What follows belongs to an exercise in optimizing a design on an open flow for small area, a short achievable clock period and few clock cycles; a production flow would make more cautious choices.
The RTL was checked by simulation tests, not by an equivalence proof against the original design.
Power and IR drop assume default switching activity.

==> flow/design.v <==
module gf_inv6 (
  input  wire [5:0] x,
  output reg  [7:0] y
);
  always @(*) begin
    case (x)
      6'd1: y = 8'h01;
      6'd2: y = 8'h8E;
      6'd3: y = 8'hF4;
      6'd4: y = 8'h47;
      6'd5: y = 8'hA7;
      6'd6: y = 8'h7A;
      6'd7: y = 8'hBA;
      6'd8: y = 8'hAD;
      6'd9: y = 8'h9D;
      6'd10: y = 8'hDD;
      6'd11: y = 8'h98;
      6'd12: y = 8'h3D;
      6'd13: y = 8'hAA;
      6'd14: y = 8'h5D;
      6'd15: y = 8'h96;
      6'd16: y = 8'hD8;
      6'd17: y = 8'h72;
      6'd18: y = 8'hC0;
      6'd19: y = 8'h58;
      6'd20: y = 8'hE0;
      6'd21: y = 8'h3E;
      6'd22: y = 8'h4C;
      6'd23: y = 8'h66;
      6'd24: y = 8'h90;
      6'd25: y = 8'hDE;
      6'd26: y = 8'h55;
      6'd27: y = 8'h80;
      6'd28: y = 8'hA0;
      6'd29: y = 8'h83;
      6'd30: y = 8'h4B;
      6'd31: y = 8'h2A;
      6'd32: y = 8'h6C;
      6'd33: y = 8'hED;
      6'd34: y = 8'h39;
      6'd35: y = 8'h51;
      6'd36: y = 8'h60;
      6'd37: y = 8'h56;
      6'd38: y = 8'h2C;
      6'd39: y = 8'h8A;
      6'd40: y = 8'h70;
      6'd41: y = 8'hD0;
      6'd42: y = 8'h1F;
      6'd43: y = 8'h4A;
      6'd44: y = 8'h26;
      6'd45: y = 8'h8B;
      6'd46: y = 8'h33;
      6'd47: y = 8'h6E;
      6'd48: y = 8'h48;
      6'd49: y = 8'h89;
      6'd50: y = 8'h6F;
      6'd51: y = 8'h2E;
      6'd52: y = 8'hA4;
      6'd53: y = 8'hC3;
      6'd54: y = 8'h40;
      6'd55: y = 8'h5E;
      6'd56: y = 8'h50;
      6'd57: y = 8'h22;
      6'd58: y = 8'hCF;
      6'd59: y = 8'hA9;
      6'd60: y = 8'hAB;
      6'd61: y = 8'h0C;
      6'd62: y = 8'h15;
      6'd63: y = 8'hE1;
      default: y = 8'h00;
    endcase
  end
endmodule
module gf_xmul (
  input  wire [7:0]  b,
  output wire [63:0] bx
);
  assign bx[7:0] = b;
  genvar n;
  generate
    for (n = 1; n < 8; n = n + 1) begin : g_shift
      assign bx[8*n +: 8] = {bx[8*n-2 -: 7], 1'b0} ^ (bx[8*n-1] ? 8'h1D : 8'h00);
    end
  endgenerate
endmodule
module gf_mul_x (
  input  wire [7:0]  a,
  input  wire [63:0] bx,
  output wire [7:0]  p
);
  assign p = (a[0] ? bx[ 7: 0] : 8'h00) ^ (a[1] ? bx[15: 8] : 8'h00)
           ^ (a[2] ? bx[23:16] : 8'h00) ^ (a[3] ? bx[31:24] : 8'h00)
           ^ (a[4] ? bx[39:32] : 8'h00) ^ (a[5] ? bx[47:40] : 8'h00)
           ^ (a[6] ? bx[55:48] : 8'h00) ^ (a[7] ? bx[63:56] : 8'h00);
endmodule
module rs_parity_enc (
  input  wire        clk,
  input  wire        rst,        
  input  wire [5:0]  cfg_k,      
  input  wire [4:0]  cfg_m,      
  input  wire        in_valid,
  output wire        in_ready,
  input  wire [15:0] in_data,
  output wire        out_valid,
  input  wire        out_ready,
  output wire [15:0] out_data,
  output wire        out_last
);
  localparam LANES = 4;
  localparam SLOTS = 4;
  localparam ROWS  = LANES * SLOTS;
  reg         rdy_q;             
  reg  [4:0]  jn;                
  reg         first_in;          
  wire        take     = in_valid && rdy_q;
  reg  [4:0]  g_km1;             
  reg  [5:0]  g_k;
  reg  [2:0]  g_np;              
  reg  [1:0]  g_npm1;            
  reg  [1:0]  g_ll;              
  reg  [1:0]  g_base;            
  wire        last_in = first_in ? (cfg_k == 6'd1) : (jn == g_km1);
  wire [2:0]  np_cfg  = (cfg_m + 5'd3) >> 2;
  reg         ir_v;
  reg  [15:0] ir_d;
  reg  [4:0]  ir_j;
  reg         ir_first, ir_last;
  reg  [1:0]  ir_p;              
  reg  [5:0]  ir_kp;             
  reg  [1:0]  wr_ptr;            
  reg  [2:0]  free;              
  wire        alloc     = ir_first;      
  wire        issue     = ir_v && (g_np != 3'd0) && (!alloc || (free != 3'd0));
  wire        last_pass = (ir_p == g_npm1);
  wire        ir_done   = ir_v && ((g_np == 3'd0) || (issue && last_pass));
  wire [1:0]  op_slot   = alloc ? wr_ptr : g_base + ir_p;
  reg         c_v;
  reg  [15:0] c_d;
  reg  [7:0]  c_coef [0:LANES-1];
  reg  [1:0]  c_slot;
  reg         c_first, c_lastw, c_slast;
  reg  [1:0]  c_ll;
  wire [7:0]  coef [0:LANES-1];
  genvar l;
  generate
    for (l = 0; l < LANES; l = l + 1) begin : g_coef
      wire [5:0] row_k = ir_kp + l;    
      gf_inv6 u_inv (.x(row_k ^ {1'b0, ir_j}), .y(coef[l]));
    end
  endgenerate
  reg  [15:0] acc [0:ROWS-1];
  reg  [SLOTS-1:0] s_rdy;            
  reg  [SLOTS-1:0] s_last;           
  reg  [1:0]  s_ll [0:SLOTS-1];      
  wire [63:0] dx_lo, dx_hi;
  gf_xmul u_xlo (.b(c_d[7:0]),  .bx(dx_lo));
  gf_xmul u_xhi (.b(c_d[15:8]), .bx(dx_hi));
  wire [15:0] upd [0:LANES-1];
  generate
    for (l = 0; l < LANES; l = l + 1) begin : g_mac
      wire [15:0] prod;
      gf_mul_x u_lo (.a(c_coef[l]), .bx(dx_lo), .p(prod[7:0]));
      gf_mul_x u_hi (.a(c_coef[l]), .bx(dx_hi), .p(prod[15:8]));
      wire [15:0] old = acc[c_slot * LANES + l];
      assign upd[l] = (c_first ? 16'h0000 : old) ^ prod;
    end
  endgenerate
  reg         ov, ol;
  reg  [15:0] od;
  reg  [1:0]  rd_slot;
  reg  [1:0]  rd_lane;
  wire        out_go   = s_rdy[rd_slot] && (!ov || out_ready);
  wire        rd_end   = (rd_lane == s_ll[rd_slot]);
  wire        freed    = out_go && rd_end;
  assign in_ready  = rdy_q;
  assign out_valid = ov;
  assign out_data  = od;
  assign out_last  = ol;
  wire        alloc_now = issue && alloc;
  reg         rdy_n;
  always @(*) begin
    if (take) begin
      if (first_in)
        rdy_n = (cfg_m == 5'd0) ||
                (np_cfg == 3'd1 && !alloc_now && (free != 3'd0));
      else
        rdy_n = (g_np == 3'd0) || (g_np == 3'd1);
    end else if (ir_v && !ir_done) begin
      if (issue)
        rdy_n = (ir_p + 2'd1 == g_npm1) && (!alloc || (free >= 3'd2));
      else
        rdy_n = last_pass && (free != 3'd0);
    end else begin
      rdy_n = 1'b1;
    end
  end
  integer q;
  always @(posedge clk) begin
    if (take) begin
      ir_d     <= in_data;
      ir_j     <= jn;
      ir_first <= first_in;
      ir_last  <= last_in;
      ir_kp    <= first_in ? cfg_k : g_k;
      if (first_in) begin
        g_k    <= cfg_k;
        g_km1  <= cfg_k[4:0] - 5'd1;
        g_np   <= np_cfg;
        g_npm1 <= np_cfg[1:0] - 2'd1;
        g_ll   <= cfg_m[1:0] - 2'd1;
      end
    end else if (issue) begin
      ir_kp    <= ir_kp + 6'd4;
    end
    c_d     <= ir_d;
    for (q = 0; q < LANES; q = q + 1)
      c_coef[q] <= coef[q];
    c_slot  <= op_slot;
    c_first <= ir_first;
    c_lastw <= ir_last;
    c_slast <= last_pass;
    c_ll    <= last_pass ? g_ll : 2'd3;
    if (issue && alloc && ir_p == 2'd0)
      g_base <= wr_ptr;
    if (c_v) begin
      for (q = 0; q < LANES; q = q + 1)
        acc[c_slot * LANES + q] <= upd[q];
      if (c_lastw) begin
        s_last[c_slot] <= c_slast;
        s_ll[c_slot]   <= c_ll;
      end
    end
    if (out_go) begin
      od <= acc[rd_slot * LANES + rd_lane];
      ol <= s_last[rd_slot] && rd_end;
    end
    if (rst) begin
      rdy_q   <= 1'b1;
      jn      <= 5'd0;
      first_in <= 1'b1;
      ir_v    <= 1'b0;
      ir_p    <= 2'd0;
      c_v     <= 1'b0;
      wr_ptr  <= 2'd0;
      free    <= 3'd4;
      rd_slot <= 2'd0;
      rd_lane <= 2'd0;
      ov      <= 1'b0;
      s_rdy   <= {SLOTS{1'b0}};
    end else begin
      rdy_q <= rdy_n;
      if (take) begin
        jn       <= last_in ? 5'd0 : jn + 5'd1;
        first_in <= last_in;
      end
      ir_v <= take || (ir_v && !ir_done);
      if (take)
        ir_p <= 2'd0;
      else if (issue)
        ir_p <= last_pass ? 2'd0 : ir_p + 2'd1;
      c_v  <= issue;
      if (alloc_now)
        wr_ptr <= wr_ptr + 2'd1;
      free <= free - (alloc_now ? 3'd1 : 3'd0) + (freed ? 3'd1 : 3'd0);
      for (q = 0; q < SLOTS; q = q + 1) begin
        if (c_v && c_lastw && c_slot == q)
          s_rdy[q] <= 1'b1;
        else if (freed && rd_slot == q)
          s_rdy[q] <= 1'b0;
      end
      if (out_go) begin
        ov <= 1'b1;
        if (rd_end) begin
          rd_lane <= 2'd0;
          rd_slot <= rd_slot + 2'd1;
        end else begin
          rd_lane <= rd_lane + 2'd1;
        end
      end else if (out_ready) begin
        ov <= 1'b0;
      end
    end
  end
endmodule
Settings: LEC_CHECK=0, CAP_MARGIN=20, CORE_MARGIN=2, CORE_UTILIZATION=40, SETUP_SLACK_MARGIN=4.4, SLEW_MARGIN=20; clock period 7.0 ns.
run.sh (not shown) runs the stock make flow with config.mk's settings and CLKGATE_MAP_FILE= SYNTH_SCRIPT=/design/flow/synth_recipe.tcl, a recipe that flattens the netlist after the stock synthesis.
The first run ran to the end with no violations.
Testbench counts at the start, summed over its fixed seeds: cycles 87,735.
Change:
CTS_CLUSTER_DIAMETER = 80   (was default)
CTS_CLUSTER_SIZE = 30   (was default)
Die area stays the same; wire length shrinks by about 1.2%; hold slack got worse by 0.0039 ns; utilization is lower by 0.80 points; power shrinks by 4.1%; count of clock-buffer cells in the layout goes down by 27; clock skew is higher by 0.0057 ns.
Change:
SETUP_SLACK_MARGIN = 4.3   (was 4.4)
Outcome:
- The changed run completed with no timing, DRC or antenna violations
- cell area decreases by 0.95%
- die area is unchanged
- hold slack degrades by 0.0036 ns
- register-to-register slack degrades by 0.09 ns
- worst setup slack degrades by 0.088 ns
- maximum frequency decreases by 3.3%
Change:
CTS_CLUSTER_DIAMETER = default   (was 80)
CTS_CLUSTER_SIZE = default   (was 30)
SETUP_SLACK_MARGIN = 4.6   (was 4.3)
After rerunning: Count of clock-buffer cells in the layout goes up by 26; hold slack is better by 0.012 ns; maximum frequency goes up by a few percent; flip-flop and latch count stays the same; sequential share of layout area goes down by 2.9 points.
Change:
CORE_UTILIZATION = 50   (was 40)
SETUP_SLACK_MARGIN = 4.8   (was 4.6)
What happened: Die area goes down by 20%; clock skew came out lower by 0.0059 ns; first-iteration DRC count goes up by 30%.

[separate check: timing with driven ports]
The results above use ideal ports. As a check the final layouts listed here were re-extracted and re-timed, cells and wires unchanged. Step 1 (the two cells are an assumption about what drives the block):
set clk [get_ports {clk}]
set_driving_cell -lib_cell sky130_fd_sc_hd__clkbuf_16 $clk
set_driving_cell -lib_cell sky130_fd_sc_hd__buf_2 [delete_from_list [all_inputs] $clk]
Step 2 also shifts input and output timing later by t, the mid clock arrival at the registers, as if the neighbouring blocks saw the same clock. Slacks: ideal ports / drivers / drivers and shift; pairs: ideal ports / drivers.
| run | shift t [ns] | slack for setup (ns) | worst setup path at the end | latest minus earliest clock arrival (ns) | cell pins on the clock port's net |
|---|---|---|---|---|---|
| the first run | 0.658 | 4.359 / 4.359 / 3.830 | input to register | 0.022 / 0.022 | 1 |
| the second run | 0.656 | 4.391 / 4.384 / 3.821 | input to register | 0.026 / 0.026 | 1 |
| the third run | 0.662 | 4.303 / 4.274 / 3.768 | input to register | 0.051 / 0.052 | 1 |
| the fourth run | 0.658 | 4.448 / 4.383 / 3.937 | input to register | 0.032 / 0.032 | 1 |
| the fifth run | 0.665 | 4.431 / 4.366 / 3.899 | input to register | 0.023 / 0.023 | 1 |
After both steps setup and hold are still met in every run listed. The setup slack of the second run, which loses most, moves by -0.007 ns with the drivers and by -0.570 ns with both steps.
